This design comes from an exercise in tuning for small area, a short achievable clock period and few clock cycles on the open sky130 flow, not from production work. No functional check of the RTL was part of any run shown here. Power is estimated from default activity; no workload was simulated.

## flow/design.v (module list and top-level ports; edited modules follow where they fit)
// module pass_comparator: 211 lines
// module int_check: 10 lines
// module mod_step: 7 lines
// module crc64_step: 1583 lines
// module crc_x2: 3 lines
// module crc_xn2: 3 lines
module pass_comparator (
    input  wire        clk,
    input  wire        rst,
    input  wire        start,
    input  wire        coded,
    input  wire [1:0]  trap,
    input  wire [1:0]  trap_tag,
    input  wire [7:0]  p_len,
    input  wire [7:0]  k_len,
    output wire        ready,
    output reg         rd_en,
    output wire [6:0]  rd_addr,
    input  wire [63:0] p_value,
    input  wire [19:0] p_lii,
    input  wire [1:0]  p_tag,
    input  wire [63:0] k_value,
    input  wire [19:0] k_lii,
    input  wire [1:0]  k_tag,
    output reg         done,
    output reg  [3:0]  verdict,
    output wire [7:0]  word,
    output wire [63:0] sig
);
  // ...
==> flow/flow/run.sh <==
#!/bin/bash
# The standard layout (standard.sh), with every input and output port
# buffered by a plain buffer cell instead of the one buffer_ports picks itself.
set -euo pipefail
bash standard.sh synth > synth.log 2>&1
BUFFER_PORTS_ARGS="-buffer_cell sky130_fd_sc_hd__buf_1" bash standard.sh > layout.log 2>&1
==> flow/standard.sh <==
#!/bin/bash
# synth_recipe.tcl (not shown) runs the flow's synth.tcl, then flattens the netlist and writes it again
# the make line also repeats each setting of config.mk as NAME=value (left out here)
make -C /OpenROAD-flow-scripts/flow DESIGN_CONFIG=/design/flow/config.mk WORK_HOME=/design/flow/orfs CLKGATE_MAP_FILE= SYNTH_SCRIPT=/design/flow/synth_recipe.tcl "${@:-finish}"
==> flow/config.mk <==
export PLATFORM = sky130hd
export DESIGN_NAME = pass_comparator
export DESIGN_NICKNAME = pass_comparator
export VERILOG_FILES = /design/flow/design.v
export SDC_FILE = /design/flow/constraint.sdc
export NUM_CORES = 4
export LEC_CHECK = 0
export CAP_MARGIN = 20
export CORE_MARGIN = 2
export CORE_UTILIZATION = 40
export SLEW_MARGIN = 20
export SYNTH_HIERARCHICAL = 1
==> flow/constraint.sdc <==
create_clock -name core_clock -period 70.0 [get_ports {clk}]
set_input_delay 14.0000 -clock core_clock [delete_from_list [all_inputs] [get_ports {clk}]]
set_output_delay 14.0000 -clock core_clock [all_outputs]
set_load 0.01 [all_outputs]
==> run summary, run 1 <==
- The flow ran to the end and the layout has no timing, DRC or antenna violations.
- The number of non-clock inverters is 77.
- The worst setup path is captured at a register.
- Setup repair after global routing left no endpoint under its margin.
- The remaining max-slew budget at the tightest pin is 0.216.
- The part of the total power dissipated in sequential elements is 0.131.
- The remaining antenna violation count is 0.
- The HPWL after detailed placement is 89.8 mm.
- The TritonCTS sink count is 116.
- By area the synthesized netlist is led by xor2_1 (39%), xnor2_1 (7.6%), dfxtp_1 (6.4%).
- The critical path class is primary input to register.
- Wire segments on met2 add up to 51.2 mm in the final route.
- The library cell used most frequently in the layout, excluding fill and tap cells, is xor2_1.
- The top achievable clock speed is 45.4 MHz.
- The first TritonRoute pass finished after 9 iterations.
- The actual transition at the worst max-transition pin is 1.17 ns.
- Across the run, the number of max-cap violations was 0.
- Dividing total power by cell area gives a power density of 21.0 nW/um^2.
- The number of tap cells inserted is 756.
- Entering global routing, the biggest net connects 78 pins.
- The cell count after synthesis came out at 2867.
- In the final layout, the multi-input gates occupy 19200 um^2.
- The fraction of the mapped netlist area in compound gates came to 0.132.
- The most utilized layer in the global route result is met2.
- In the routed design, unresolved DRC markers number 0.
- Data on the critical path is required at its endpoint by 70.35 ns.
- For the final routed database, the setup TNS stands at 0 ns.
- STA classifies the critical path startpoint as a primary input.
- At the end of routability-driven placement, the weighted congestion stood at 1.06.
- Of all the cell area in the finished design, the clock network holds 0.0226.
- The leakage component of the power is 10.7 nW.
- The worst path meets setup with 47.98 ns of slack.
- Across the routed clock network, the largest skew measured is 0.0231 ns.
- Of the total synthesized cell area, the portion taken by XOR and XNOR cells is 0.467.
- The worst hold path was traced through 2 stages.
- Across every metal layer, demand over resource in global routing totals 0.379.
- The post-layout minimum cycle time is 22.02 ns.
- The library cell used as clock root buffer is clkbuf_16.
- The largest buffer count on any clock path is 2.
- The total number of multi-input combinational cells is 2519.
==> module pass_comparator, before the edit <==
module pass_comparator (
    input  wire        clk,
    input  wire        rst,
    input  wire        start,
    input  wire        coded,
    input  wire [1:0]  trap,
    input  wire [1:0]  trap_tag,
    input  wire [7:0]  p_len,
    input  wire [7:0]  k_len,
    output wire        ready,
    output reg         rd_en,
    output wire [6:0]  rd_addr,
    input  wire [63:0] p_value,
    input  wire [19:0] p_lii,
    input  wire [1:0]  p_tag,
    input  wire [63:0] k_value,
    input  wire [19:0] k_lii,
    input  wire [1:0]  k_tag,
    output reg         done,
    output reg  [3:0]  verdict,
    output wire [7:0]  word,
    output wire [63:0] sig
);
    localparam [1:0] TAG_BITS = 2'd0, TAG_INT = 2'd1, TAG_REAL64 = 2'd2, TAG_REAL32 = 2'd3;
    localparam [3:0] V_PASS       = 4'h0,
                     V_VALUE      = 4'h1,
                     V_CODE       = 4'h2,
                     V_INT_RANGE  = 4'h3,
                     V_REAL_RANGE = 4'h4,
                     V_REAL_NAN   = 4'h5,
                     V_LENGTH     = 4'h6,
                     V_INDEX      = 4'h7,
                     V_CODE_TRAP  = 4'h8,
                     V_RESIDUE    = 4'h9;
    localparam [63:0] CRC_POLY = 64'h42F0_E1EB_A9EA_3693;
    reg         busy;         
    reg         md;           
    reg  [4:0]  mcnt;
    reg  [6:0]  a;            
    reg  [7:0]  n;            
    reg         chk_valid;    
    reg         full;         
    reg         wvalid;       
    reg  [63:0] ncrc;         
    reg  [16:0] r;            
    assign ready   = !busy;
    assign rd_addr = a;
    assign word    = wvalid ? {1'b0, a} : 8'hFF;
    assign sig     = ncrc;
    wire [63:0] p = p_value;
    wire [63:0] k = k_value;
    wire        is_int = (p_tag == TAG_INT);
    wire        is_real = p_tag[1];
    wire        is64   = !p_tag[0];                  
    wire [10:0] e64    = p[62:52];
    wire [7:0]  e32    = p[30:23];
    wire        e64z   = (e64 == 11'd0);
    wire        e32z   = (e32 == 8'd0);
    wire        e64m   = &e64;
    wire        e32m   = &e32;
    wire [4:0] lead = is64 ? p[51:47] : p[22:18];
    wire       sub  = is_real && (is64 ? e64z : e32z);
    wire       sh1  = sub && lead[4];
    wire       sh2  = sub && !lead[4] && lead[3];
    wire       sh3  = sub && !lead[4] && !lead[3] && lead[2];
    wire       sh4  = sub && !lead[4] && !lead[3] && !lead[2] && lead[1];
    wire       sh5  = sub && !lead[4] && !lead[3] && !lead[2] && !lead[1];
    wire       sh0  = !sub;
    wire [2:0] esub = {sh1 | sh2, sh3 | sh4, sh1 | sh3 | (sh5 & lead[0])};
    wire        hi0 = sh0 || !is64;
    wire [51:0] pl1 = {p[50:0], 1'b0};
    wire [51:0] pl2 = {p[49:0], 2'b0};
    wire [51:0] pl3 = {p[48:0], 3'b0};
    wire [51:0] pl4 = {p[47:0], 4'b0};
    wire [51:0] pl5 = {p[46:0], 5'b0};
    wire [51:0] psh;
    assign psh[22:0]  = ({23{sh0}} & p[22:0]) | ({23{sh1}} & pl1[22:0]) | ({23{sh2}} & pl2[22:0])
                      | ({23{sh3}} & pl3[22:0]) | ({23{sh4}} & pl4[22:0]) | ({23{sh5}} & pl5[22:0]);
    assign psh[51:23] = hi0 ? p[51:23] :
                        (({29{sh1}} & pl1[51:23]) | ({29{sh2}} & pl2[51:23]) | ({29{sh3}} & pl3[51:23])
                       | ({29{sh4}} & pl4[51:23]) | ({29{sh5}} & pl5[51:23]));
    wire [63:0] e = k ^ {p[63:52], psh};
    wire [10:0] x64 = e64m ? e64 : (e64z ? {8'd0, esub} : e64 + 11'd5);
    wire [7:0]  x32 = e32m ? e32 : (e32z ? {5'd0, esub} : e32 + 8'd5);
    wire ok_bits = &e;
    wire ok_r64  = e[63] && !(|e[51:0]) && (k[62:52] == x64);
    wire ok_r32  = !(|e[63:32]) && e[31] && !(|e[22:0]) && (k[30:23] == x32);
    wire int_eq;
    int_check u_int (.p(p), .k(k), .e(e), .eq(int_eq));
    wire val_ok = (p_tag == TAG_BITS) ? ok_bits :
                  (p_tag == TAG_INT)  ? int_eq :
                  is64                ? ok_r64 : ok_r32;
    wire idx_bad  = (p_lii != k_lii) || (p_tag != k_tag);
    wire int_oor  = !((p[63:47] == 17'd0) || ((&p[63:47]) && (p[46:0] != 47'd0)));
    wire p64_nan  = e64m && (p[51:0] != 52'd0);
    wire k64_nan  = (&k[62:52]) && (k[51:0] != 52'd0);
    wire p64_over = !e64m && (e64 >= 11'd2042);
    wire p32_nan  = e32m && (p[22:0] != 23'd0);
    wire k32_nan  = (&k[30:23]) && (k[22:0] != 23'd0);
    wire p32_over = (!e32m && (e32 >= 8'd250)) || (p[63:32] != 32'd0);
    wire r_nan    = is64 ? (p64_nan || k64_nan) : (p32_nan || k32_nan);
    wire r_over   = is64 ? p64_over : p32_over;
    reg [3:0] wv;          
    always @* begin
        wv = V_PASS;
        if (idx_bad)                    wv = V_INDEX;
        else if (is_int) begin
            if (int_oor)                wv = V_INT_RANGE;
            else if (!int_eq)           wv = V_CODE;
        end else if (is_real) begin
            if (r_nan)                  wv = V_REAL_NAN;
            else if (r_over)            wv = V_REAL_RANGE;
            else if (!val_ok)           wv = V_VALUE;
        end else if (!val_ok)           wv = V_VALUE;
    end
    wire [63:0] ncrc_next;
    crc64_step u_crc (.c(ncrc), .v(p), .n(ncrc_next));
    reg  [3:0]  creg;
    always @(posedge clk) begin
        case (mcnt[3:0])
            4'd1:  creg <= k[63:60];
            4'd2:  creg <= k[59:56];
            4'd3:  creg <= k[55:52];
            4'd4:  creg <= k[51:48];
            4'd5:  creg <= k[47:44];
            4'd6:  creg <= k[43:40];
            4'd7:  creg <= k[39:36];
            4'd8:  creg <= k[35:32];
            4'd9:  creg <= k[31:28];
            4'd10: creg <= k[27:24];
            4'd11: creg <= k[23:20];
            4'd12: creg <= k[19:16];
            4'd13: creg <= k[15:12];
            4'd14: creg <= k[11:8];
            4'd15: creg <= k[7:4];
            default: creg <= k[3:0];
        endcase
    end
    wire [16:0] mz;
    wire        k_code;
    mod_step u_mod (.c(creg), .k63(k[63]), .r(r), .mz(mz), .k_code(k_code));
    wire accept = start && !busy;
    wire last   = chk_valid && !rd_en;
    always @(posedge clk) begin
        ncrc      <= (chk_valid && busy) ? ncrc_next : 64'd0;
        chk_valid <= rd_en && !md;
        done      <= 1'b0;
        if (rst) begin
            busy      <= 1'b0;
            rd_en     <= 1'b0;
            chk_valid <= 1'b0;
            md        <= 1'b0;
        end else if (!busy) begin
            if (start) begin
                n      <= p_len;
                full   <= coded;
                a      <= 7'd0;
                wvalid <= 1'b0;
                if (trap != 2'd0) begin
                    done    <= 1'b1;
                    verdict <= (trap == 2'd1) ? V_CODE_TRAP :
                               (trap == 2'd2) ? ((trap_tag == TAG_INT) ? V_INT_RANGE : V_REAL_RANGE) :
                                                V_RESIDUE;
                end else if (coded && p_len != k_len) begin
                    done    <= 1'b1;
                    verdict <= V_LENGTH;
                end else if (p_len == 8'd0) begin
                    done    <= 1'b1;
                    verdict <= V_PASS;
                end else begin
                    busy  <= 1'b1;
                    rd_en <= 1'b1;
                end
            end
        end else if (md) begin
            rd_en <= 1'b0;
            mcnt  <= mcnt + 5'd1;
            if (mcnt[4:1] == 4'd0)
                r <= 17'd0;
            else
                r <= mz;
            if (mcnt == 5'd17) begin
                done    <= 1'b1;
                verdict <= k_code ? V_VALUE : V_CODE;
                busy    <= 1'b0;
                md      <= 1'b0;
            end
        end else begin
            a     <= a + 7'd1;
            rd_en <= rd_en && ({1'b0, a} + 8'd1 != n);
            if (chk_valid && full && wv != V_PASS) begin
                a      <= a - 7'd1;
                wvalid <= 1'b1;
                if (wv == V_CODE) begin
                    md    <= 1'b1;
                    mcnt  <= 5'd0;
                    rd_en <= 1'b1;
                end else begin
                    done    <= 1'b1;
                    verdict <= wv;
                    busy    <= 1'b0;
                    rd_en   <= 1'b0;
                end
            end else if (last) begin
                done    <= 1'b1;
                verdict <= V_PASS;
                busy    <= 1'b0;
            end
        end
    end
endmodule
==> inputs of run 2 (changes only) <==
--- a/flow/design.v
+++ b/flow/design.v
@@ -2,11 +2,11 @@
     input  wire        clk,
     input  wire        rst,
     input  wire        start,
-    input  wire        coded,
-    input  wire [1:0]  trap,
-    input  wire [1:0]  trap_tag,
-    input  wire [7:0]  p_len,
-    input  wire [7:0]  k_len,
+    input  wire        coded,       
+    input  wire [1:0]  trap,        
+    input  wire [1:0]  trap_tag,    
+    input  wire [7:0]  p_len,       
+    input  wire [7:0]  k_len,       
     output wire        ready,
     output reg         rd_en,
     output wire [6:0]  rd_addr,
@@ -32,63 +32,61 @@
                      V_INDEX      = 4'h7,
                      V_CODE_TRAP  = 4'h8,
                      V_RESIDUE    = 4'h9;
-    localparam [63:0] CRC_POLY = 64'h42F0_E1EB_A9EA_3693;
     reg         busy;         
     reg         md;           
-    reg  [4:0]  mcnt;
+    reg  [4:0]  mcnt;         
     reg  [6:0]  a;            
-    reg  [7:0]  n;            
+    reg  [6:0]  n;            
     reg         chk_valid;    
     reg         full;         
     reg         wvalid;       
     reg  [63:0] ncrc;         
     reg  [16:0] r;            
+    reg  [3:0]  creg;         
+    wire [6:0] am1 = a - 7'd1;
     assign ready   = !busy;
-    assign rd_addr = a;
-    assign word    = wvalid ? {1'b0, a} : 8'hFF;
+    assign rd_addr = md ? am1 : a;
+    assign word    = wvalid ? {1'b0, am1} : 8'hFF;
     assign sig     = ncrc;
     wire [63:0] p = p_value;
     wire [63:0] k = k_value;
-    wire        is_int = (p_tag == TAG_INT);
+    wire [63:0] e = k ^ p;
+    wire        is_int  = (p_tag == TAG_INT);
     wire        is_real = p_tag[1];
-    wire        is64   = !p_tag[0];                  
-    wire [10:0] e64    = p[62:52];
-    wire [7:0]  e32    = p[30:23];
-    wire        e64z   = (e64 == 11'd0);
-    wire        e32z   = (e32 == 8'd0);
-    wire        e64m   = &e64;
-    wire        e32m   = &e32;
+    wire        is64    = !p_tag[0];                 
+    wire [10:0] e64     = p[62:52];
+    wire [7:0]  e32     = p[30:23];
+    wire        e64z    = (e64 == 11'd0);
+    wire        e32z    = (e32 == 8'd0);
+    wire        e64m    = &e64;
+    wire        e32m    = &e32;
     wire [4:0] lead = is64 ? p[51:47] : p[22:18];
-    wire       sub  = is_real && (is64 ? e64z : e32z);
-    wire       sh1  = sub && lead[4];
-    wire       sh2  = sub && !lead[4] && lead[3];
-    wire       sh3  = sub && !lead[4] && !lead[3] && lead[2];
-    wire       sh4  = sub && !lead[4] && !lead[3] && !lead[2] && lead[1];
-    wire       sh5  = sub && !lead[4] && !lead[3] && !lead[2] && !lead[1];
-    wire       sh0  = !sub;
+    wire       sub  = is64 ? e64z : e32z;
+    wire       sh1  = lead[4];
+    wire       sh2  = !lead[4] && lead[3];
+    wire       sh3  = !lead[4] && !lead[3] && lead[2];
+    wire       sh4  = !lead[4] && !lead[3] && !lead[2] && lead[1];
+    wire       sh5  = !lead[4] && !lead[3] && !lead[2] && !lead[1];
     wire [2:0] esub = {sh1 | sh2, sh3 | sh4, sh1 | sh3 | (sh5 & lead[0])};
-    wire        hi0 = sh0 || !is64;
     wire [51:0] pl1 = {p[50:0], 1'b0};
     wire [51:0] pl2 = {p[49:0], 2'b0};
     wire [51:0] pl3 = {p[48:0], 3'b0};
     wire [51:0] pl4 = {p[47:0], 4'b0};
     wire [51:0] pl5 = {p[46:0], 5'b0};
-    wire [51:0] psh;
-    assign psh[22:0]  = ({23{sh0}} & p[22:0]) | ({23{sh1}} & pl1[22:0]) | ({23{sh2}} & pl2[22:0])
-                      | ({23{sh3}} & pl3[22:0]) | ({23{sh4}} & pl4[22:0]) | ({23{sh5}} & pl5[22:0]);
-    assign psh[51:23] = hi0 ? p[51:23] :
-                        (({29{sh1}} & pl1[51:23]) | ({29{sh2}} & pl2[51:23]) | ({29{sh3}} & pl3[51:23])
-                       | ({29{sh4}} & pl4[51:23]) | ({29{sh5}} & pl5[51:23]));
-    wire [63:0] e = k ^ {p[63:52], psh};
+    wire [51:0] psh = ({52{sh1}} & pl1) | ({52{sh2}} & pl2) | ({52{sh3}} & pl3)
+                    | ({52{sh4}} & pl4) | ({52{sh5}} & pl5);
+    wire [51:0] es  = k[51:0] ^ psh;
+    wire frac64_ok = sub ? !(|es[51:0]) : !(|e[51:0]);
+    wire frac32_ok = sub ? !(|es[22:0]) : !(|e[22:0]);
     wire [10:0] x64 = e64m ? e64 : (e64z ? {8'd0, esub} : e64 + 11'd5);
     wire [7:0]  x32 = e32m ? e32 : (e32z ? {5'd0, esub} : e32 + 8'd5);
     wire ok_bits = &e;
-    wire ok_r64  = e[63] && !(|e[51:0]) && (k[62:52] == x64);
-    wire ok_r32  = !(|e[63:32]) && e[31] && !(|e[22:0]) && (k[30:23] == x32);
+    wire ok_r64  = e[63] && frac64_ok && (k[62:52] == x64);
+    wire ok_r32  = !(|e[63:32]) && e[31] && frac32_ok && (k[30:23] == x32);
     wire int_eq;
     int_check u_int (.p(p), .k(k), .e(e), .eq(int_eq));
     wire val_ok = (p_tag == TAG_BITS) ? ok_bits :
-                  (p_tag == TAG_INT)  ? int_eq :
+                  is_int              ? int_eq :
                   is64                ? ok_r64 : ok_r32;
     wire idx_bad  = (p_lii != k_lii) || (p_tag != k_tag);
     wire int_oor  = !((p[63:47] == 17'd0) || ((&p[63:47]) && (p[46:0] != 47'd0)));
@@ -113,9 +111,8 @@
             else if (!val_ok)           wv = V_VALUE;
         end else if (!val_ok)           wv = V_VALUE;
     end
-    wire [63:0] ncrc_next;
-    crc64_step u_crc (.c(ncrc), .v(p), .n(ncrc_next));
-    reg  [3:0]  creg;
+    wire [63:0] crc_next;
+    crc64_step u_crc (.c(ncrc), .v(p), .n(crc_next));
     always @(posedge clk) begin
         case (mcnt[3:0])
             4'd1:  creg <= k[63:60];
@@ -139,72 +136,59 @@
     wire [16:0] mz;
     wire        k_code;
     mod_step u_mod (.c(creg), .k63(k[63]), .r(r), .mz(mz), .k_code(k_code));
+    wire imm    = (trap != 2'd0) || (coded && p_len != k_len) || (p_len == 8'd0);
     wire accept = start && !busy;
-    wire last   = chk_valid && !rd_en;
+    wire run    = busy && !md;
+    wire fail   = run && chk_valid && full && (wv != V_PASS);
+    wire last   = run && chk_valid && !rd_en;
+    wire to_md  = fail && (wv == V_CODE);
+    wire md_end = md && (mcnt == 5'd17);
+    reg [3:0] v_start;
+    always @* begin
+        case (trap)
+            2'd1:    v_start = V_CODE_TRAP;
+            2'd2:    v_start = (trap_tag == TAG_INT) ? V_INT_RANGE : V_REAL_RANGE;
+            2'd3:    v_start = V_RESIDUE;
+            default: v_start = (coded && p_len != k_len) ? V_LENGTH : V_PASS;
+        endcase
+    end
     always @(posedge clk) begin
-        ncrc      <= (chk_valid && busy) ? ncrc_next : 64'd0;
-        chk_valid <= rd_en && !md;
-        done      <= 1'b0;
+        ncrc      <= (chk_valid && busy) ? ~crc_next : 64'd0;
+        mcnt      <= md ? mcnt + 5'd1 : 5'd0;
+        r         <= (md && mcnt[4:1] != 4'd0) ? mz : 17'd0;
+        verdict   <= !busy ? v_start : md ? (k_code ? V_VALUE : V_CODE) : (fail ? wv : V_PASS);
+        wvalid    <= busy && (md || fail);
+        if (!busy) begin
+            a <= accept ? 7'd0 : a;
+        end else if (run && !fail) begin
+            a <= a + 7'd1;
+        end
+        if (accept) begin
+            n    <= p_len[6:0];
+            full <= coded;
+        end
         if (rst) begin
             busy      <= 1'b0;
+            md        <= 1'b0;
             rd_en     <= 1'b0;
             chk_valid <= 1'b0;
-            md        <= 1'b0;
-        end else if (!busy) begin
-            if (start) begin
-                n      <= p_len;
-                full   <= coded;
-                a      <= 7'd0;
-                wvalid <= 1'b0;
-                if (trap != 2'd0) begin
-                    done    <= 1'b1;
-                    verdict <= (trap == 2'd1) ? V_CODE_TRAP :
-                               (trap == 2'd2) ? ((trap_tag == TAG_INT) ? V_INT_RANGE : V_REAL_RANGE) :
-                                                V_RESIDUE;
-                end else if (coded && p_len != k_len) begin
-                    done    <= 1'b1;
-                    verdict <= V_LENGTH;
-                end else if (p_len == 8'd0) begin
-                    done    <= 1'b1;
-                    verdict <= V_PASS;
-                end else begin
-                    busy  <= 1'b1;
-                    rd_en <= 1'b1;
-                end
-            end
-        end else if (md) begin
-            rd_en <= 1'b0;
-            mcnt  <= mcnt + 5'd1;
-            if (mcnt[4:1] == 4'd0)
-                r <= 17'd0;
-            else
-                r <= mz;
-            if (mcnt == 5'd17) begin
-                done    <= 1'b1;
-                verdict <= k_code ? V_VALUE : V_CODE;
-                busy    <= 1'b0;
-                md      <= 1'b0;
-            end
+            done      <= 1'b0;
         end else begin
-            a     <= a + 7'd1;
-            rd_en <= rd_en && ({1'b0, a} + 8'd1 != n);
-            if (chk_valid && full && wv != V_PASS) begin
-                a      <= a - 7'd1;
-                wvalid <= 1'b1;
-                if (wv == V_CODE) begin
-                    md    <= 1'b1;
-                    mcnt  <= 5'd0;
-                    rd_en <= 1'b1;
-                end else begin
-                    done    <= 1'b1;
-                    verdict <= wv;
-                    busy    <= 1'b0;
-                    rd_en   <= 1'b0;
-                end
-            end else if (last) begin
-                done    <= 1'b1;
-                verdict <= V_PASS;
-                busy    <= 1'b0;
+            chk_valid <= rd_en && !md;
+            if (!busy) begin
+                done  <= accept && imm;
+                busy  <= accept && !imm;
+                rd_en <= accept && !imm;
+            end else if (md) begin
+                done  <= md_end;
+                busy  <= !md_end;
+                md    <= !md_end;
+                rd_en <= 1'b0;
+            end else begin
+                done  <= (fail && !to_md) || (last && !fail);
+                busy  <= !((fail && !to_md) || (last && !fail));
+                md    <= to_md;
+                rd_en <= fail ? to_md : (rd_en && (a + 7'd1 != n));
             end
         end
     end
@@ -840,7 +824,7 @@
     crc_x2 g336 (.a(t333), .b(t334), .y(t336));
     wire t337;
     crc_x2 g337 (.a(t322), .b(t335), .y(t337));
-    crc_xn2 g338 (.a(t336), .b(t337), .y(n[0]));
+    crc_x2 g338 (.a(t336), .b(t337), .y(n[0]));
     wire t339;
     crc_x2 g339 (.a(x[47]), .b(t123), .y(t339));
     wire t340;
@@ -851,7 +835,7 @@
     crc_x2 g342 (.a(t339), .b(t340), .y(t342));
     wire t343;
     crc_x2 g343 (.a(t320), .b(t341), .y(t343));
-    crc_x2 g344 (.a(t342), .b(t343), .y(n[1]));
+    crc_xn2 g344 (.a(t342), .b(t343), .y(n[1]));
     wire t345;
     crc_x2 g345 (.a(x[28]), .b(t124), .y(t345));
     wire t346;
@@ -864,7 +848,7 @@
     crc_x2 g349 (.a(t345), .b(t346), .y(t349));
     wire t350;
     crc_x2 g350 (.a(t347), .b(t348), .y(t350));
-    crc_xn2 g351 (.a(t349), .b(t350), .y(n[2]));
+    crc_x2 g351 (.a(t349), .b(t350), .y(n[2]));
     wire t352;
     crc_x2 g352 (.a(x[5]), .b(x[38]), .y(t352));
     wire t353;
@@ -883,7 +867,7 @@
     crc_x2 g359 (.a(t355), .b(t356), .y(t359));
     wire t360;
     crc_x2 g360 (.a(t357), .b(t358), .y(t360));
-    crc_xn2 g361 (.a(t359), .b(t360), .y(n[3]));
+    crc_x2 g361 (.a(t359), .b(t360), .y(n[3]));
     wire t362;
     crc_x2 g362 (.a(x[20]), .b(x[35]), .y(t362));
     wire t363;
@@ -896,7 +880,7 @@
     crc_x2 g366 (.a(t364), .b(t309), .y(t366));
     wire t367;
     crc_x2 g367 (.a(t327), .b(t365), .y(t367));
-    crc_x2 g368 (.a(t366), .b(t367), .y(n[4]));
+    crc_xn2 g368 (.a(t366), .b(t367), .y(n[4]));
     wire t369;
     crc_x2 g369 (.a(x[42]), .b(t90), .y(t369));
     wire t370;
@@ -911,7 +895,7 @@
     crc_x2 g374 (.a(t371), .b(t372), .y(t374));
     wire t375;
     crc_x2 g375 (.a(t216), .b(t373), .y(t375));
-    crc_xn2 g376 (.a(t374), .b(t375), .y(n[5]));
+    crc_x2 g376 (.a(t374), .b(t375), .y(n[5]));
     wire t377;
     crc_x2 g377 (.a(t70), .b(t83), .y(t377));
     wire t378;
@@ -926,7 +910,7 @@
     crc_x2 g382 (.a(t305), .b(t379), .y(t382));
     wire t383;
     crc_x2 g383 (.a(t380), .b(t381), .y(t383));
-    crc_xn2 g384 (.a(t382), .b(t383), .y(n[6]));
+    crc_x2 g384 (.a(t382), .b(t383), .y(n[6]));
     wire t385;
     crc_x2 g385 (.a(t149), .b(t104), .y(t385));
     wire t386;
@@ -937,7 +921,7 @@
     crc_x2 g388 (.a(t385), .b(t386), .y(t388));
     wire t389;
     crc_x2 g389 (.a(t327), .b(t387), .y(t389));
-    crc_x2 g390 (.a(t388), .b(t389), .y(n[7]));
+    crc_xn2 g390 (.a(t388), .b(t389), .y(n[7]));
     wire t391;
     crc_x2 g391 (.a(x[3]), .b(x[51]), .y(t391));
     wire t392;
@@ -954,7 +938,7 @@
     crc_x2 g397 (.a(t394), .b(t319), .y(t397));
     wire t398;
     crc_x2 g398 (.a(t395), .b(t396), .y(t398));
-    crc_x2 g399 (.a(t397), .b(t398), .y(n[8]));
+    crc_xn2 g399 (.a(t397), .b(t398), .y(n[8]));
     wire t400;
     crc_x2 g400 (.a(x[11]), .b(x[26]), .y(t400));
     wire t401;
@@ -971,7 +955,7 @@
     crc_x2 g406 (.a(t403), .b(t404), .y(t406));
     wire t407;
     crc_x2 g407 (.a(t405), .b(t319), .y(t407));
-    crc_xn2 g408 (.a(t406), .b(t407), .y(n[9]));
+    crc_x2 g408 (.a(t406), .b(t407), .y(n[9]));
     wire t409;
     crc_x2 g409 (.a(x[13]), .b(x[55]), .y(t409));
     wire t410;
@@ -990,7 +974,7 @@
     crc_x2 g416 (.a(t414), .b(t316), .y(t416));
     wire t417;
     crc_x2 g417 (.a(t326), .b(t415), .y(t417));
-    crc_xn2 g418 (.a(t416), .b(t417), .y(n[10]));
+    crc_x2 g418 (.a(t416), .b(t417), .y(n[10]));
     wire t419;
     crc_x2 g419 (.a(x[27]), .b(x[28]), .y(t419));
     wire t420;
@@ -1007,7 +991,7 @@
     crc_x2 g425 (.a(t421), .b(t422), .y(t425));
     wire t426;
     crc_x2 g426 (.a(t423), .b(t424), .y(t426));
-    crc_x2 g427 (.a(t425), .b(t426), .y(n[11]));
+    crc_xn2 g427 (.a(t425), .b(t426), .y(n[11]));
     wire t428;
     crc_x2 g428 (.a(t70), .b(t75), .y(t428));
     wire t429;
@@ -1028,7 +1012,7 @@
     crc_x2 g436 (.a(t432), .b(t433), .y(t436));
     wire t437;
     crc_x2 g437 (.a(t434), .b(t435), .y(t437));
-    crc_xn2 g438 (.a(t436), .b(t437), .y(n[12]));
+    crc_x2 g438 (.a(t436), .b(t437), .y(n[12]));
     wire t439;
     crc_x2 g439 (.a(x[62]), .b(t88), .y(t439));
     wire t440;
@@ -1043,7 +1027,7 @@
     crc_x2 g444 (.a(t441), .b(t322), .y(t444));
     wire t445;
     crc_x2 g445 (.a(t442), .b(t443), .y(t445));
-    crc_x2 g446 (.a(t444), .b(t445), .y(n[13]));
+    crc_xn2 g446 (.a(t444), .b(t445), .y(n[13]));
     wire t447;
     crc_x2 g447 (.a(t84), .b(t86), .y(t447));
     wire t448;
@@ -1058,7 +1042,7 @@
     crc_x2 g452 (.a(t448), .b(t449), .y(t452));
     wire t453;
     crc_x2 g453 (.a(t450), .b(t451), .y(t453));
-    crc_xn2 g454 (.a(t452), .b(t453), .y(n[14]));
+    crc_x2 g454 (.a(t452), .b(t453), .y(n[14]));
     wire t455;
     crc_x2 g455 (.a(t230), .b(t110), .y(t455));
     wire t456;
@@ -1071,7 +1055,7 @@
     crc_x2 g459 (.a(t455), .b(t456), .y(t459));
     wire t460;
     crc_x2 g460 (.a(t457), .b(t458), .y(t460));
-    crc_x2 g461 (.a(t459), .b(t460), .y(n[15]));
+    crc_xn2 g461 (.a(t459), .b(t460), .y(n[15]));
     wire t462;
     crc_x2 g462 (.a(x[16]), .b(t178), .y(t462));
     wire t463;
@@ -1084,7 +1068,7 @@
     crc_x2 g466 (.a(t463), .b(t216), .y(t466));
     wire t467;
     crc_x2 g467 (.a(t464), .b(t465), .y(t467));
-    crc_x2 g468 (.a(t466), .b(t467), .y(n[16]));
+    crc_xn2 g468 (.a(t466), .b(t467), .y(n[16]));
     wire t469;
     crc_x2 g469 (.a(x[17]), .b(x[23]), .y(t469));
     wire t470;
@@ -1097,7 +1081,7 @@
     crc_x2 g473 (.a(t295), .b(t471), .y(t473));
     wire t474;
     crc_x2 g474 (.a(t472), .b(t315), .y(t474));
-    crc_xn2 g475 (.a(t473), .b(t474), .y(n[17]));
+    crc_x2 g475 (.a(t473), .b(t474), .y(n[17]));
     wire t476;
     crc_x2 g476 (.a(t151), .b(t232), .y(t476));
     wire t477;
@@ -1110,7 +1094,7 @@
     crc_x2 g480 (.a(t306), .b(t477), .y(t480));
     wire t481;
     crc_x2 g481 (.a(t478), .b(t479), .y(t481));
-    crc_xn2 g482 (.a(t480), .b(t481), .y(n[18]));
+    crc_x2 g482 (.a(t480), .b(t481), .y(n[18]));
     wire t483;
     crc_x2 g483 (.a(x[40]), .b(x[53]), .y(t483));
     wire t484;
@@ -1125,7 +1109,7 @@
     crc_x2 g488 (.a(t485), .b(t486), .y(t488));
     wire t489;
     crc_x2 g489 (.a(t487), .b(t323), .y(t489));
-    crc_xn2 g490 (.a(t488), .b(t489), .y(n[19]));
+    crc_x2 g490 (.a(t488), .b(t489), .y(n[19]));
     wire t491;
     crc_x2 g491 (.a(x[15]), .b(x[55]), .y(t491));
     wire t492;
@@ -1136,7 +1120,7 @@
     crc_x2 g494 (.a(t211), .b(t288), .y(t494));
     wire t495;
     crc_x2 g495 (.a(t292), .b(t493), .y(t495));
-    crc_x2 g496 (.a(t494), .b(t495), .y(n[20]));
+    crc_xn2 g496 (.a(t494), .b(t495), .y(n[20]));
     wire t497;
     crc_x2 g497 (.a(x[10]), .b(x[38]), .y(t497));
     wire t498;
@@ -1151,7 +1135,7 @@
     crc_x2 g502 (.a(t499), .b(t500), .y(t502));
     wire t503;
     crc_x2 g503 (.a(t314), .b(t501), .y(t503));
-    crc_x2 g504 (.a(t502), .b(t503), .y(n[21]));
+    crc_xn2 g504 (.a(t502), .b(t503), .y(n[21]));
     wire t505;
     crc_x2 g505 (.a(t119), .b(t109), .y(t505));
     wire t506;
@@ -1160,7 +1144,7 @@
     crc_x2 g507 (.a(t300), .b(t505), .y(t507));
     wire t508;
     crc_x2 g508 (.a(t506), .b(t507), .y(t508));
-    crc_xn2 g509 (.a(t328), .b(t508), .y(n[22]));
+    crc_x2 g509 (.a(t328), .b(t508), .y(n[22]));
     wire t510;
     crc_x2 g510 (.a(t152), .b(t181), .y(t510));
     wire t511;
@@ -1175,7 +1159,7 @@
     crc_x2 g515 (.a(t278), .b(t512), .y(t515));
     wire t516;
     crc_x2 g516 (.a(t513), .b(t514), .y(t516));
-    crc_xn2 g517 (.a(t515), .b(t516), .y(n[23]));
+    crc_x2 g517 (.a(t515), .b(t516), .y(n[23]));
     wire t518;
     crc_x2 g518 (.a(x[15]), .b(x[22]), .y(t518));
     wire t519;
@@ -1190,7 +1174,7 @@
     crc_x2 g523 (.a(t218), .b(t321), .y(t523));
     wire t524;
     crc_x2 g524 (.a(t521), .b(t522), .y(t524));
-    crc_x2 g525 (.a(t523), .b(t524), .y(n[24]));
+    crc_xn2 g525 (.a(t523), .b(t524), .y(n[24]));
     wire t526;
     crc_x2 g526 (.a(x[2]), .b(x[19]), .y(t526));
     wire t527;
@@ -1209,7 +1193,7 @@
     crc_x2 g533 (.a(t530), .b(t531), .y(t533));
     wire t534;
     crc_x2 g534 (.a(t217), .b(t532), .y(t534));
-    crc_xn2 g535 (.a(t533), .b(t534), .y(n[25]));
+    crc_x2 g535 (.a(t533), .b(t534), .y(n[25]));
     wire t536;
     crc_x2 g536 (.a(x[62]), .b(t82), .y(t536));
     wire t537;
@@ -1230,7 +1214,7 @@
     crc_x2 g544 (.a(t541), .b(t215), .y(t544));
     wire t545;
     crc_x2 g545 (.a(t542), .b(t543), .y(t545));
-    crc_xn2 g546 (.a(t544), .b(t545), .y(n[26]));
+    crc_x2 g546 (.a(t544), .b(t545), .y(n[26]));
     wire t547;
     crc_x2 g547 (.a(x[9]), .b(t133), .y(t547));
     wire t548;
@@ -1251,7 +1235,7 @@
     crc_x2 g555 (.a(t551), .b(t552), .y(t555));
     wire t556;
     crc_x2 g556 (.a(t553), .b(t554), .y(t556));
-    crc_x2 g557 (.a(t555), .b(t556), .y(n[27]));
+    crc_xn2 g557 (.a(t555), .b(t556), .y(n[27]));
     wire t558;
     crc_x2 g558 (.a(t106), .b(t139), .y(t558));
     wire t559;
@@ -1262,7 +1246,7 @@
     crc_x2 g561 (.a(t217), .b(t314), .y(t561));
     wire t562;
     crc_x2 g562 (.a(t559), .b(t560), .y(t562));
-    crc_x2 g563 (.a(t561), .b(t562), .y(n[28]));
+    crc_xn2 g563 (.a(t561), .b(t562), .y(n[28]));
     wire t564;
     crc_x2 g564 (.a(x[19]), .b(x[41]), .y(t564));
     wire t565;
@@ -1275,7 +1259,7 @@
     crc_x2 g568 (.a(t276), .b(t566), .y(t568));
     wire t569;
     crc_x2 g569 (.a(t567), .b(t317), .y(t569));
-    crc_xn2 g570 (.a(t568), .b(t569), .y(n[29]));
+    crc_x2 g570 (.a(t568), .b(t569), .y(n[29]));
     wire t571;
     crc_x2 g571 (.a(x[23]), .b(x[33]), .y(t571));
     wire t572;
@@ -1292,7 +1276,7 @@
     crc_x2 g577 (.a(t574), .b(t575), .y(t577));
     wire t578;
     crc_x2 g578 (.a(t218), .b(t576), .y(t578));
-    crc_x2 g579 (.a(t577), .b(t578), .y(n[30]));
+    crc_xn2 g579 (.a(t577), .b(t578), .y(n[30]));
     wire t580;
     crc_x2 g580 (.a(x[18]), .b(x[33]), .y(t580));
     wire t581;
@@ -1305,7 +1289,7 @@
     crc_x2 g584 (.a(t581), .b(t582), .y(t584));
     wire t585;
     crc_x2 g585 (.a(t273), .b(t583), .y(t585));
-    crc_xn2 g586 (.a(t584), .b(t585), .y(n[31]));
+    crc_x2 g586 (.a(t584), .b(t585), .y(n[31]));
     wire t587;
     crc_x2 g587 (.a(x[35]), .b(t132), .y(t587));
     wire t588;
@@ -1322,7 +1306,7 @@
     crc_x2 g593 (.a(t589), .b(t590), .y(t593));
     wire t594;
     crc_x2 g594 (.a(t591), .b(t592), .y(t594));
-    crc_x2 g595 (.a(t593), .b(t594), .y(n[32]));
+    crc_xn2 g595 (.a(t593), .b(t594), .y(n[32]));
     wire t596;
     crc_x2 g596 (.a(x[4]), .b(x[5]), .y(t596));
     wire t597;
@@ -1343,7 +1327,7 @@
     crc_x2 g604 (.a(t601), .b(t602), .y(t604));
     wire t605;
     crc_x2 g605 (.a(t603), .b(t320), .y(t605));
-    crc_xn2 g606 (.a(t604), .b(t605), .y(n[33]));
+    crc_x2 g606 (.a(t604), .b(t605), .y(n[33]));
     wire t607;
     crc_x2 g607 (.a(x[1]), .b(x[14]), .y(t607));
     wire t608;
@@ -1360,7 +1344,7 @@
     crc_x2 g613 (.a(t208), .b(t611), .y(t613));
     wire t614;
     crc_x2 g614 (.a(t612), .b(t313), .y(t614));
-    crc_x2 g615 (.a(t613), .b(t614), .y(n[34]));
+    crc_xn2 g615 (.a(t613), .b(t614), .y(n[34]));
     wire t616;
     crc_x2 g616 (.a(x[5]), .b(x[40]), .y(t616));
     wire t617;
@@ -1381,7 +1365,7 @@
     crc_x2 g624 (.a(t621), .b(t622), .y(t624));
     wire t625;
     crc_x2 g625 (.a(t312), .b(t623), .y(t625));
-    crc_x2 g626 (.a(t624), .b(t625), .y(n[35]));
+    crc_xn2 g626 (.a(t624), .b(t625), .y(n[35]));
     wire t627;
     crc_x2 g627 (.a(x[6]), .b(x[14]), .y(t627));
     wire t628;
@@ -1402,7 +1386,7 @@
     crc_x2 g635 (.a(t632), .b(t325), .y(t635));
     wire t636;
     crc_x2 g636 (.a(t633), .b(t634), .y(t636));
-    crc_x2 g637 (.a(t635), .b(t636), .y(n[36]));
+    crc_xn2 g637 (.a(t635), .b(t636), .y(n[36]));
     wire t638;
     crc_x2 g638 (.a(x[0]), .b(x[11]), .y(t638));
     wire t639;
@@ -1419,7 +1403,7 @@
     crc_x2 g644 (.a(t280), .b(t641), .y(t644));
     wire t645;
     crc_x2 g645 (.a(t642), .b(t643), .y(t645));
-    crc_x2 g646 (.a(t644), .b(t645), .y(n[37]));
+    crc_xn2 g646 (.a(t644), .b(t645), .y(n[37]));
     wire t647;
     crc_x2 g647 (.a(x[11]), .b(x[41]), .y(t647));
     wire t648;
@@ -1434,7 +1418,7 @@
     crc_x2 g652 (.a(t650), .b(t312), .y(t652));
     wire t653;
     crc_x2 g653 (.a(t324), .b(t651), .y(t653));
-    crc_xn2 g654 (.a(t652), .b(t653), .y(n[38]));
+    crc_x2 g654 (.a(t652), .b(t653), .y(n[38]));
     wire t655;
     crc_x2 g655 (.a(x[45]), .b(t80), .y(t655));
     wire t656;
@@ -1447,7 +1431,7 @@
     crc_x2 g659 (.a(t656), .b(t309), .y(t659));
     wire t660;
     crc_x2 g660 (.a(t657), .b(t658), .y(t660));
-    crc_x2 g661 (.a(t659), .b(t660), .y(n[39]));
+    crc_xn2 g661 (.a(t659), .b(t660), .y(n[39]));
     wire t662;
     crc_x2 g662 (.a(x[27]), .b(x[33]), .y(t662));
     wire t663;
@@ -1468,7 +1452,7 @@
     crc_x2 g670 (.a(t666), .b(t667), .y(t670));
     wire t671;
     crc_x2 g671 (.a(t668), .b(t669), .y(t671));
-    crc_xn2 g672 (.a(t670), .b(t671), .y(n[40]));
+    crc_x2 g672 (.a(t670), .b(t671), .y(n[40]));
     wire t673;
     crc_x2 g673 (.a(x[30]), .b(t115), .y(t673));
     wire t674;
@@ -1483,7 +1467,7 @@
     crc_x2 g678 (.a(t674), .b(t675), .y(t678));
     wire t679;
     crc_x2 g679 (.a(t676), .b(t677), .y(t679));
-    crc_x2 g680 (.a(t678), .b(t679), .y(n[41]));
+    crc_xn2 g680 (.a(t678), .b(t679), .y(n[41]));
     wire t681;
     crc_x2 g681 (.a(x[29]), .b(x[41]), .y(t681));
     wire t682;
@@ -1502,7 +1486,7 @@
     crc_x2 g688 (.a(t289), .b(t685), .y(t688));
     wire t689;
     crc_x2 g689 (.a(t686), .b(t687), .y(t689));
-    crc_x2 g690 (.a(t688), .b(t689), .y(n[42]));
+    crc_xn2 g690 (.a(t688), .b(t689), .y(n[42]));
     wire t691;
     crc_x2 g691 (.a(t107), .b(t134), .y(t691));
     wire t692;
@@ -1513,7 +1497,7 @@
     crc_x2 g694 (.a(t204), .b(t280), .y(t694));
     wire t695;
     crc_x2 g695 (.a(t692), .b(t693), .y(t695));
-    crc_x2 g696 (.a(t694), .b(t695), .y(n[43]));
+    crc_xn2 g696 (.a(t694), .b(t695), .y(n[43]));
     wire t697;
     crc_x2 g697 (.a(x[4]), .b(x[23]), .y(t697));
     wire t698;
@@ -1528,7 +1512,7 @@
     crc_x2 g702 (.a(t207), .b(t700), .y(t702));
     wire t703;
     crc_x2 g703 (.a(t701), .b(t702), .y(t703));
-    crc_x2 g704 (.a(t329), .b(t703), .y(n[44]));
+    crc_xn2 g704 (.a(t329), .b(t703), .y(n[44]));
     wire t705;
     crc_x2 g705 (.a(x[51]), .b(x[53]), .y(t705));
     wire t706;
@@ -1543,7 +1527,7 @@
     crc_x2 g710 (.a(t708), .b(t315), .y(t710));
     wire t711;
     crc_x2 g711 (.a(t326), .b(t709), .y(t711));
-    crc_x2 g712 (.a(t710), .b(t711), .y(n[45]));
+    crc_xn2 g712 (.a(t710), .b(t711), .y(n[45]));
     wire t713;
     crc_x2 g713 (.a(t88), .b(t233), .y(t713));
     wire t714;
@@ -1556,7 +1540,7 @@
     crc_x2 g717 (.a(t714), .b(t324), .y(t717));
     wire t718;
     crc_x2 g718 (.a(t715), .b(t716), .y(t718));
-    crc_xn2 g719 (.a(t717), .b(t718), .y(n[46]));
+    crc_x2 g719 (.a(t717), .b(t718), .y(n[46]));
     wire t720;
     crc_x2 g720 (.a(x[3]), .b(x[53]), .y(t720));
     wire t721;
@@ -1569,7 +1553,7 @@
     crc_x2 g724 (.a(t303), .b(t722), .y(t724));
     wire t725;
     crc_x2 g725 (.a(t723), .b(t318), .y(t725));
-    crc_x2 g726 (.a(t724), .b(t725), .y(n[47]));
+    crc_xn2 g726 (.a(t724), .b(t725), .y(n[47]));
     wire t727;
     crc_x2 g727 (.a(x[49]), .b(t97), .y(t727));
     wire t728;
@@ -1578,7 +1562,7 @@
     crc_x2 g729 (.a(t307), .b(t727), .y(t729));
     wire t730;
     crc_x2 g730 (.a(t311), .b(t728), .y(t730));
-    crc_xn2 g731 (.a(t729), .b(t730), .y(n[48]));
+    crc_x2 g731 (.a(t729), .b(t730), .y(n[48]));
     wire t732;
     crc_x2 g732 (.a(x[15]), .b(t64), .y(t732));
     wire t733;
@@ -1593,7 +1577,7 @@
     crc_x2 g737 (.a(t281), .b(t734), .y(t737));
     wire t738;
     crc_x2 g738 (.a(t735), .b(t736), .y(t738));
-    crc_xn2 g739 (.a(t737), .b(t738), .y(n[49]));
+    crc_x2 g739 (.a(t737), .b(t738), .y(n[49]));
     wire t740;
     crc_x2 g740 (.a(x[14]), .b(t108), .y(t740));
     wire t741;
@@ -1604,7 +1588,7 @@
     crc_x2 g743 (.a(t145), .b(t741), .y(t743));
     wire t744;
     crc_x2 g744 (.a(t742), .b(t316), .y(t744));
-    crc_x2 g745 (.a(t743), .b(t744), .y(n[50]));
+    crc_xn2 g745 (.a(t743), .b(t744), .y(n[50]));
     wire t746;
     crc_x2 g746 (.a(t84), .b(t184), .y(t746));
     wire t747;
@@ -1617,7 +1601,7 @@
     crc_x2 g750 (.a(t210), .b(t747), .y(t750));
     wire t751;
     crc_x2 g751 (.a(t748), .b(t749), .y(t751));
-    crc_x2 g752 (.a(t750), .b(t751), .y(n[51]));
+    crc_xn2 g752 (.a(t750), .b(t751), .y(n[51]));
     wire t753;
     crc_x2 g753 (.a(t67), .b(t224), .y(t753));
     wire t754;
@@ -1630,7 +1614,7 @@
     crc_x2 g757 (.a(t754), .b(t755), .y(t757));
     wire t758;
     crc_x2 g758 (.a(t756), .b(t325), .y(t758));
-    crc_xn2 g759 (.a(t757), .b(t758), .y(n[52]));
+    crc_x2 g759 (.a(t757), .b(t758), .y(n[52]));
     wire t760;
     crc_x2 g760 (.a(x[2]), .b(t72), .y(t760));
     wire t761;
@@ -1645,7 +1629,7 @@
     crc_x2 g765 (.a(t762), .b(t763), .y(t765));
     wire t766;
     crc_x2 g766 (.a(t764), .b(t321), .y(t766));
-    crc_x2 g767 (.a(t765), .b(t766), .y(n[53]));
+    crc_xn2 g767 (.a(t765), .b(t766), .y(n[53]));
     wire t768;
     crc_x2 g768 (.a(x[17]), .b(x[22]), .y(t768));
     wire t769;
@@ -1658,7 +1642,7 @@
     crc_x2 g772 (.a(t769), .b(t318), .y(t772));
     wire t773;
     crc_x2 g773 (.a(t770), .b(t771), .y(t773));
-    crc_xn2 g774 (.a(t772), .b(t773), .y(n[54]));
+    crc_x2 g774 (.a(t772), .b(t773), .y(n[54]));
     wire t775;
     crc_x2 g775 (.a(t119), .b(t170), .y(t775));
     wire t776;
@@ -1669,7 +1653,7 @@
     crc_x2 g778 (.a(t776), .b(t777), .y(t778));
     wire t779;
     crc_x2 g779 (.a(t311), .b(t317), .y(t779));
-    crc_x2 g780 (.a(t778), .b(t779), .y(n[55]));
+    crc_xn2 g780 (.a(t778), .b(t779), .y(n[55]));
     wire t781;
     crc_x2 g781 (.a(x[24]), .b(x[30]), .y(t781));
     wire t782;
@@ -1688,7 +1672,7 @@
     crc_x2 g788 (.a(t218), .b(t313), .y(t788));
     wire t789;
     crc_x2 g789 (.a(t786), .b(t787), .y(t789));
-    crc_xn2 g790 (.a(t788), .b(t789), .y(n[56]));
+    crc_x2 g790 (.a(t788), .b(t789), .y(n[56]));
     wire t791;
     crc_x2 g791 (.a(x[34]), .b(t173), .y(t791));
     wire t792;
@@ -1701,7 +1685,7 @@
     crc_x2 g795 (.a(t792), .b(t323), .y(t795));
     wire t796;
     crc_x2 g796 (.a(t793), .b(t794), .y(t796));
-    crc_xn2 g797 (.a(t795), .b(t796), .y(n[57]));
+    crc_x2 g797 (.a(t795), .b(t796), .y(n[57]));
     wire t798;
     crc_x2 g798 (.a(x[55]), .b(t71), .y(t798));
     wire t799;
@@ -1716,7 +1700,7 @@
     crc_x2 g803 (.a(t800), .b(t801), .y(t803));
     wire t804;
     crc_x2 g804 (.a(t802), .b(t803), .y(t804));
-    crc_x2 g805 (.a(t329), .b(t804), .y(n[58]));
+    crc_xn2 g805 (.a(t329), .b(t804), .y(n[58]));
     wire t806;
     crc_x2 g806 (.a(x[5]), .b(x[29]), .y(t806));
     wire t807;
@@ -1731,7 +1715,7 @@
     crc_x2 g811 (.a(t212), .b(t809), .y(t811));
     wire t812;
     crc_x2 g812 (.a(t810), .b(t811), .y(t812));
-    crc_x2 g813 (.a(t328), .b(t812), .y(n[59]));
+    crc_xn2 g813 (.a(t328), .b(t812), .y(n[59]));
     wire t814;
     crc_x2 g814 (.a(x[7]), .b(x[26]), .y(t814));
     wire t815;
@@ -1750,7 +1734,7 @@
     crc_x2 g821 (.a(t283), .b(t818), .y(t821));
     wire t822;
     crc_x2 g822 (.a(t819), .b(t820), .y(t822));
-    crc_x2 g823 (.a(t821), .b(t822), .y(n[60]));
+    crc_xn2 g823 (.a(t821), .b(t822), .y(n[60]));
     wire t824;
     crc_x2 g824 (.a(x[7]), .b(x[36]), .y(t824));
     wire t825;
@@ -1769,7 +1753,7 @@
     crc_x2 g831 (.a(t829), .b(t216), .y(t831));
     wire t832;
     crc_x2 g832 (.a(t217), .b(t830), .y(t832));
-    crc_x2 g833 (.a(t831), .b(t832), .y(n[61]));
+    crc_xn2 g833 (.a(t831), .b(t832), .y(n[61]));
     wire t834;
     crc_x2 g834 (.a(x[11]), .b(x[61]), .y(t834));
     wire t835;
@@ -1790,7 +1774,7 @@
     crc_x2 g842 (.a(t838), .b(t839), .y(t842));
     wire t843;
     crc_x2 g843 (.a(t840), .b(t841), .y(t843));
-    crc_x2 g844 (.a(t842), .b(t843), .y(n[62]));
+    crc_xn2 g844 (.a(t842), .b(t843), .y(n[62]));
     wire t845;
     crc_x2 g845 (.a(x[7]), .b(x[40]), .y(t845));
     wire t846;
@@ -1807,7 +1791,7 @@
     crc_x2 g851 (.a(t303), .b(t848), .y(t851));
     wire t852;
     crc_x2 g852 (.a(t849), .b(t850), .y(t852));
-    crc_x2 g853 (.a(t851), .b(t852), .y(n[63]));
+    crc_xn2 g853 (.a(t851), .b(t852), .y(n[63]));
 endmodule
 module crc_x2 (input wire a, input wire b, output wire y);
     assign y = a ^ b;
==> flow/run.sh (new file) <==
#!/bin/bash
# synth_recipe.tcl (not shown) runs the flow's synth.tcl, then flattens the netlist and writes it again
# the make line also repeats each setting of config.mk as NAME=value (left out here)
make -C /OpenROAD-flow-scripts/flow DESIGN_CONFIG=/design/flow/config.mk WORK_HOME=/design/flow/orfs CLKGATE_MAP_FILE= SYNTH_SCRIPT=/design/flow/synth_recipe.tcl finish
removed: flow/flow/run.sh
removed: flow/standard.sh
==> run 2 against run 1 <==
Against the previous run:
- combinational power up 9.2%
- final area grew 4.8%
- power up 5.0%
- synthesized cell count up 2.1%
- non-clock buffer count is 14 lower
- critical path type unchanged
- worst setup slack improved by 2.5 ns
- maximum frequency is 13% higher
- critical endpoint unchanged
- clock power shrank 6.9%
==> run summary, run 2 <==
- The most used standard cell by instance count after synthesis is xor2_1 (unchanged).
- The number of hold buffers added after CTS is 0 (unchanged).
- The total core area was 56200 um^2 (was 56500 um^2).
- The number of buffers added on ports came to 281 (unchanged).
- The iteration-0 DRC count of the detailed router came to 2819 (was 3148).
- The actual transition at the worst max-transition pin is 1.23 ns (was 1.17 ns).
- The net switching share of the total power was 0.537 (was 0.527).
- The library cell used as clock root buffer is clkbuf_16 (unchanged).
- The TritonCTS sink count is 115 (was 116).
- The signal arrival time at the worst endpoint is 19.59 ns (was 22.37 ns).
- The final wirelength was 123 mm (was 115 mm).
- The fraction of power consumed by the clock network is 0.151 (was 0.170).
- The post-synthesis average cell area came to 7.72 um^2 (was 7.97 um^2).
- The total clock buffers created by CTS is 17 (unchanged).
- The synthesis-stage register bit count came to 115 (was 116).
- The top achievable clock speed is 51.3 MHz (was 45.4 MHz).
- The post-cts gate resize count is 0 (unchanged).
- The reg-to-reg endpoint is ncrc[2]$_SDFF_PN0_ (was ncrc[59]$_SDFF_PN0_).
- The number of vias in the routed layout was 23838 (was 23165).
- The remaining max-slew budget at the tightest pin is 0.177 (was 0.216).
- The die outline width is 242 um (was 243 um).
- The internal portion of total power is 265 uW (was 258 uW).
- The area of the die came to 58400 um^2 (was 59100 um^2).
- The per-cell routed wire length was 31.2 um (was 29.3 um).
- The part of the total power dissipated in sequential elements was 0.121 (was 0.131).
- The switching power total is 308 uW (was 288 uW).
- The post-layout minimum cycle time is 19.48 ns (was 22.02 ns).
- The initial antenna violation count is 1 (was 0).
- The post-CTS setup repair buffer count is 0 (unchanged).
- The leakage component of the power is 11.0 nW (was 10.7 nW).
- The via count of the first global-routing pass came to 23016 (was 21914).
- Largest cells by area after synthesis: xor2_1 (40%), dfxtp_1 (8.9%), xnor2_1 (8.5%) (was xor2_1 (39%), xnor2_1 (7.6%), dfxtp_1 (6.4%)).
- The overall global routing resource usage is 0.409 (was 0.379).
- The final instance count without filler cells was 3962 (was 3938).
- The instance area at placement is 26700 um^2 (was 25400 um^2).
- The HPWL after detailed placement is 96.3 mm (was 89.8 mm).
- The final weighted congestion in routability-driven placement is 1.13 (was 1.06).
- The total grt overflow came to 0 (unchanged).
- The synthesis-to-layout area growth is 20.7% (was 13.8%).
- The vertical die dimension is 242 um (was 243 um).
- The largest register by flop count is ncrc (unchanged).
- The capturing element type of the critical path was a register (unchanged).
- The standard-cell row count came to 87 (unchanged).
- The setup TNS after final layout is 0 ns (unchanged).
- The instance count after placement with tap cells included came to 3928 (was 3906).
- The launch point of the worst path is p_value[6] (was p_tag[0]).
- The number of DRC violations after detailed routing is 0 (unchanged).
- The TritonCTS clock tree is done (unchanged).
- The startpoint of the lowest-slack register-to-register path is ncrc[59]$_SDFF_PN0_ (was ncrc[22]$_SDFF_PN0_).
- The final count of hold timing violations is 0 (unchanged).
- The critical path capture point is a[6]$_SDFFCE_PN0P_ (unchanged).
- The portion of the clock cycle consumed by the worst path in the final layout is 0.278 (was 0.315).
- The clock-pin slew on the worst setup and hold paths came to 0.06 ns (about the same).
- The depth of the most critical reg-to-reg path is 10 (was 9).
- The number of instances in the synthesized netlist is 2926 (was 2867).
- The critical path class is primary input to register (unchanged).
- The average via count per standard cell is 6.02 (was 5.88).
- The number of synthesized flops with an enable pin is 15 (was 43).
- The count of endpoints failing setup in the final report is 0 (unchanged).
- Unrepaired setup endpoints after global routing: false (unchanged).
- The count of pins over their slew limit is 0 (unchanged).
- The worst clock skew on the final layout is 0.0196 ns (was 0.0231 ns).
- The data required time of the worst path is 70.10 ns (was 70.35 ns).
- The worst vdd rail ir drop was 0.0211 mV (was 0.0214 mV).
- The leading cell type in the layout, fill and taps excluded is xor2_1 (unchanged).
- The type of the worst min-delay path is register to register (unchanged).
- The number of fillers in the final layout is 5582 (was 5787).
- The total standard cell area after synthesis is 22600 um^2 (was 22900 um^2).
- The number of max-capacitance violations reported is 0 (unchanged).
- The combinational power share was 0.728 (was 0.699).
- The latest clock arrival within the worst-skew pair came to 0.49 ns (about the same).
- The first-pass iteration count of the detailed router was 8 (was 9).
- The total number of yosys warnings was 7 (unchanged).
- The share of Yosys cell area claimed by the top area cell type is 0.400 (was 0.388).
- Largest registers: ncrc: 64 flops, r: 17 flops (was ncrc: 64 flops, r: 17 flops, n: 8 flops).
- The effective utilization at floorplan was 0.402 (was 0.405).
- The cell type contributing the most total cell area after synthesis is xor2_1 (unchanged).
- The share of post-route cells with drive strength above 1 is 0.0780 (was 0.0874).
- Commonest cells after routing, fill and taps aside: xor2_1 (1020), clkdlybuf4s50_1 (277), xnor2_1 (220) (was xor2_1 (1000), buf_1 (277), xnor2_1 (199)).
- The most frequently used flop master after synthesis is dfxtp_1 (unchanged).
- The type of origin of the critical path is a primary input (unchanged).
- The count of nets after finishing was 3426 (was 3409).
- The remaining antenna violation count is 0 (unchanged).
- The fraction of registers with async set/reset is 0 (unchanged).
- The first-pass GRT wire length is 172 mm (was 161 mm).
- The maximum net fanout on the critical path came to 15 (was 69).
- The setup slack on the worst flop-to-flop path is 65.43 ns (was 65.41 ns).
- Result of the run: finished clean (unchanged).
- The post-synth net total came to 3161 (was 3107).
- The H-tree depth is 4 (unchanged).
- The cell area after layout is 27300 um^2 (was 26000 um^2).
- Most common library cells after synthesis: xor2_1 (1032), xnor2_1 (220), nor2_1 (200), nand2_1 (193), o21ai_0 (134) (was xor2_1 (1012), xnor2_1 (199), nand2_1 (181), nor2_1 (137), o21ai_0 (126)).
- The largest net degree at the start of global routing is 73 (was 78).
- The flip-flop count of the largest register after layout is 64 (unchanged).
- The largest buffer count on any clock path is 2 (unchanged).
- The number of I/O pins came to 282 (unchanged).
- The count of different cell masters after synthesis is 102 (was 99).
- The power density over cell area is 21.0 nW/um^2 (about the same).
- The fraction of the yosys area taken by sequential cells is 0.109 (was 0.120).
-- run 2: cell count changes after synthesis, moves of 21 or more --
cell and delta:
a221oi_1 +21, and2_1 +21, and3_1 -57, dfxtp_1 +27, edfxtp_1 -28, inv_1 -22
nand4_1 +21, nor2_1 +63, nor2b_1 -28, o22ai_1 -30, xnor2_1 +21
-- run 2: cells by family (layout without fill, tap and decap cells) --
family	Yosys count	count (layout)	share of synthesized area
xor gates and xnor gates	1257	1257	0.490
and+or+nand+nor	754	754	0.169
AOI/OAI and AO/OA	488	488	0.149
buffers and inverters	235	513	0.0443
DFF	115	115	0.109
adders and majority gates	59	59	0.0308
muxes	18	18	0.00853
other	0	2	0
-- run 2: worst min-delay path by stage --
stage,slack (ns),cells after the start,endpoint,start
after floorplan,0.45,1,mcnt[0]$_SDFF_PN0_,mcnt[0]$_SDFF_PN0_
after global placement,0.46,1,mcnt[0]$_SDFF_PN0_,mcnt[0]$_SDFF_PN0_
after detailed placement,0.48,1,mcnt[0]$_SDFF_PN0_,mcnt[0]$_SDFF_PN0_
after CTS,0.49,1,mcnt[0]$_SDFF_PN0_,mcnt[0]$_SDFF_PN0_
after global routing,0.55,1,mcnt[0]$_SDFF_PN0_,mcnt[0]$_SDFF_PN0_
final,0.49,1,mcnt[0]$_SDFF_PN0_,mcnt[0]$_SDFF_PN0_
-- run 2: worst max-delay path, stage by stage --
cell,delay [ns]
clkdlybuf4s50_1,1.17
xor2_1,0.25
xor2_1,0.22
ha_1,0.34
xnor2_1,0.13
nor4_1,0.31
nand4_1,0.13
nor3_1,0.68
o2111ai_1,0.26
nor4_2,0.50
o21ai_0,0.17
a31oi_1,0.28
nor4bb_1,0.44
a21oi_2,0.15
o21bai_1,0.53
-- run 2: through the flow --
stage	util	worst slack, ns	hold slack [ns]	power [mW]
3_5_place_dp	0.476	50.16	0.479	0.472
3_3_place_gp	0.475	50.37	0.464	0.474
5_1_grt	0.485	50.33	0.554	0.589
6_report	0.486	50.52	0.493	0.573
2_1_floorplan	-	52.47	0.451	0.330
4_1_cts	0.485	50.66	0.494	0.562
-- run 2: power by group through the flow --
| stage | sequential (mW) | clock [mW] | combinational [mW] |
|---|---|---|---|
| 3_5_place_dp | 0.0705 | 0 | 0.402 |
| 5_1_grt | 0.0692 | 0.0900 | 0.430 |
| 2_1_floorplan | 0.0700 | 0 | 0.260 |
| 3_3_place_gp | 0.0705 | 0 | 0.404 |
| 4_1_cts | 0.0691 | 0.0883 | 0.405 |
| 6_report | 0.0691 | 0.0866 | 0.417 |
-- run 2: cell type report --
class | instances | area, um^2 | area share
antenna | 2 | 5.00 | 0.000184
clock buffer | 19 | 433 | 0.0159
clock inverter | 13 | 109 | 0.00399
inverter | 57 | 214 | 0.00785
multi-input combinational | 2576 | 19200 | 0.706
sequential | 115 | 2450 | 0.0899
tap | 756 | 946 | 0.0347
timing repair buffer | 424 | 3870 | 0.142
-- run 2: routing by layer --
layer | GRT usage | part of all wire | up-vias
met5 | 0 | 0 | -
li1 | - | - | 10511
met1 | 0.478 | 0.38 | 11384
met2 | 0.670 | 0.46 | 1523
met3 | 0.0624 | 0.075 | 420
met4 | 0.320 | 0.090 | 0
-- run 2: per-module statistics from Yosys (local to each module, per instance), excerpt --
| module | times used | cells |
|---|---|---|
| crc_xn2 | 36 | 1 |
| crc_x2 | 818 | 1 |
| int_check | 1 | 582 |
| mod_step | 1 | 134 |
| pass_comparator | 1 | 1356 |
==> inputs of run 3 (changes only) <==
==> flow/flow/run.sh (new file) <==
#!/bin/bash
# The standard layout (standard.sh, its synthesis unchanged), with two
# changes to how the layout is made:
# - every input and output port is buffered by a plain buf_1 (repair may
#   resize it) instead of the delay buffer buffer_ports picks by itself;
set -euo pipefail
bash standard.sh synth > synth.log 2>&1
export BUFFER_PORTS_ARGS="-buffer_cell sky130_fd_sc_hd__buf_1"
export SETUP_SLACK_MARGIN=53
bash standard.sh floorplan > floorplan.log 2>&1
bash standard.sh place > place.log 2>&1
bash standard.sh cts > cts.log 2>&1
bash standard.sh route > route.log 2>&1
bash standard.sh finish > finish.log 2>&1
==> flow/standard.sh (new file) <==
#!/bin/bash
# synth_recipe.tcl (not shown) runs the flow's synth.tcl, then flattens the netlist and writes it again
# the make line also repeats each setting of config.mk as NAME=value (left out here)
make -C /OpenROAD-flow-scripts/flow DESIGN_CONFIG=/design/flow/config.mk WORK_HOME=/design/flow/orfs CLKGATE_MAP_FILE= SYNTH_SCRIPT=/design/flow/synth_recipe.tcl "${@:-finish}"
removed: flow/run.sh
==> run 3 against run 2 <==
Against the previous run:
- synthesized cell count unchanged
- global-route usage about the same
- clock skew decreased by 0.0061 ns
- first-iteration DRC count decreased by 1.7%
- sequential share of layout area decreased by 0.51 points
- sequential power about the same
- hold slack improved by 0.019 ns
- critical endpoint is now a[3]$_SDFFCE_PN0P_
==> run summary, run 3 <==
- The cell area after layout was 28900 um^2 (was 27300 um^2).
- The internal portion of total power was 278 uW (was 265 uW).
- The H-tree depth came to 4 (unchanged).
- The cell repeated most along the worst path is xor2_1 (unchanged).
- The number of synthesized flops with an enable pin is 15 (unchanged).
- The number of DRC violations after detailed routing came to 0 (unchanged).
- The vertical die dimension came to 242 um (unchanged).
- The largest net degree at the start of global routing is 67 (was 73).
- The power density over cell area is 20.5 nW/um^2 (was 21.0 nW/um^2).
- The overall global routing resource usage is 0.409 (about the same).
- The type of the worst min-delay path is register to register (unchanged).
- The final weighted congestion in routability-driven placement is 1.10 (was 1.13).
- The critical path class is primary input to register (unchanged).
- The part of the total power dissipated in sequential elements is 0.116 (was 0.121).
- Result of the run: finished clean (unchanged).
- The effective utilization at floorplan is 0.402 (unchanged).
- The worst clock skew on the final layout is 0.0135 ns (was 0.0196 ns).
- The family of cells with the greatest summed delay on the critical path is simple AND/OR/NAND/NOR gates (unchanged).
- The per-cell routed wire length was 30.9 um (was 31.2 um).
- The average via count per standard cell is 6.00 (was 6.02).
- The standard-cell row count is 87 (unchanged).
- Most common library cells after synthesis: xor2_1 (1032), xnor2_1 (220), nor2_1 (200), nand2_1 (193), o21ai_0 (134) (unchanged).
- The TritonCTS sink count is 115 (unchanged).
[run 3: cell counts after synthesis]
Identical to the previous run, type by type.
[run 3: timing repair]
action,4_1_cts,5_1_grt
hold endpoints to repair,0,0
setup endpoints to repair,58,39
pin swaps,32,39
setup buffers,35,70
cloned,5,7
resized for setup,248,155
[run 3: cell type report]
type / count / area [um^2]
fillers: 5557 / 27200
multi-input cells: 2579 / 20900
repair buffers: 556 / 3850
flip-flops and latches: 115 / 2450
well taps: 756 / 946
clock buffers: 17 / 425
inverters: 57 / 218
clock inverters: 15 / 155
[run 3: through the flow]
stage / util / setup WS [ns] / std cells / hold WS (ns)
2_1_floorplan: - / 52.99 / 2926 / 0.451
3_3_place_gp: 0.449 / 51.15 / 3946 / 0.474
3_5_place_dp: 0.449 / 51.06 / 3946 / 0.493
4_1_cts: 0.488 / 52.74 / 4018 / 0.506
5_1_grt: 0.515 / 52.46 / 4095 / 0.559
6_report: 0.515 / 52.55 / 4095 / 0.512
[run 3: metal layers]
metal | GRT usage | up-vias | share of wire
met5 | 0 | - | 0
met4 | 0.322 | 0 | 0.097
met3 | 0.0668 | 555 | 0.085
met2 | 0.662 | 1630 | 0.45
met1 | 0.481 | 11651 | 0.36
li1 | - | 10721 | -
[run 3: kinds of logic (layout without fill, tap and decap cells)]
logic type | count (synthesis) | after routing | share of synthesized area
AO/OA/AOI/OAI | 488 | 490 | 0.149
XOR/XNOR | 1257 | 1257 | 0.490
adder cells (fa/ha/maj) | 59 | 59 | 0.0308
buffers and inverters | 235 | 645 | 0.0443
flip-flops | 115 | 115 | 0.109
multiplexers | 18 | 18 | 0.00853
AND/OR/NAND/NOR | 754 | 755 | 0.169
[run 3: modules after synthesis, one instance, submodules excluded, excerpt]
module           area [um^2]  flops+latches  times used
int_check               3810              0           1
crc_x2                  8.76              0         818
pass_comparator        10300            115           1
mod_step                1040              0           1
crc_xn2                 8.76              0          36
[run 3: power groups by stage]
stage / sequential, mW / clock (mW) / combinational, mW
final: 0.0691 / 0.0911 / 0.434
after global routing: 0.0692 / 0.0949 / 0.447
after CTS: 0.0690 / 0.0929 / 0.409
after detailed placement: 0.0705 / 0 / 0.393
after global placement: 0.0705 / 0 / 0.399
after floorplan: 0.0700 / 0 / 0.261
[run 3: worst reg2reg max path, stage by stage, from the launching register on]
cell and delay (ns):
dfxtp_1 0.36, inv_1 0.08, ha_1 0.19, or3_1 0.33
mux2_2 0.30, ha_1 0.43, a221oi_1 0.18, or4b_1 0.56
or3_4 0.37, nand2_2 0.11, nand4_2 0.09, o41ai_2 0.57
inv_1 0.08, a21oi_1 0.17, o21ai_0 0.09
[run 3: worst paths after layout]
kind                           start                  to  cells after the start
hold / removal    mcnt[0]$_SDFF_PN0_  mcnt[0]$_SDFF_PN0_                      1
setup reg to reg    r[16]$_SDFF_PN0_  verdict[1]$_DFF_P_                     14
hold reg to reg   mcnt[0]$_SDFF_PN0_  mcnt[0]$_SDFF_PN0_                      1
setup / recovery          k_value[2]  a[3]$_SDFFCE_PN0P_                     13

## separate check: timing with driven ports
No port has a modelled driver above. Below, the same layouts with a new extraction and two added sets of constraints.
Step 1 assumes that a clkbuf_16 drives the clock port and a buf_2 every other input.
Step 2, shift: input delay + t, output delay - t, t = (earliest + latest rising clock arrival at the registers) / 2. This alone moves slack from input paths to output paths.
a / b / c = no drivers / after step 1 / after step 2; a / b = the first two.
run	t (ns)	setup slack, ns
run 1	0.544	47.982 / 48.022 / 47.478
run 2	0.538	50.519 / 50.552 / 50.014
run 3	0.546	52.553 / 52.584 / 52.038
After both steps every run listed still meets setup and hold.
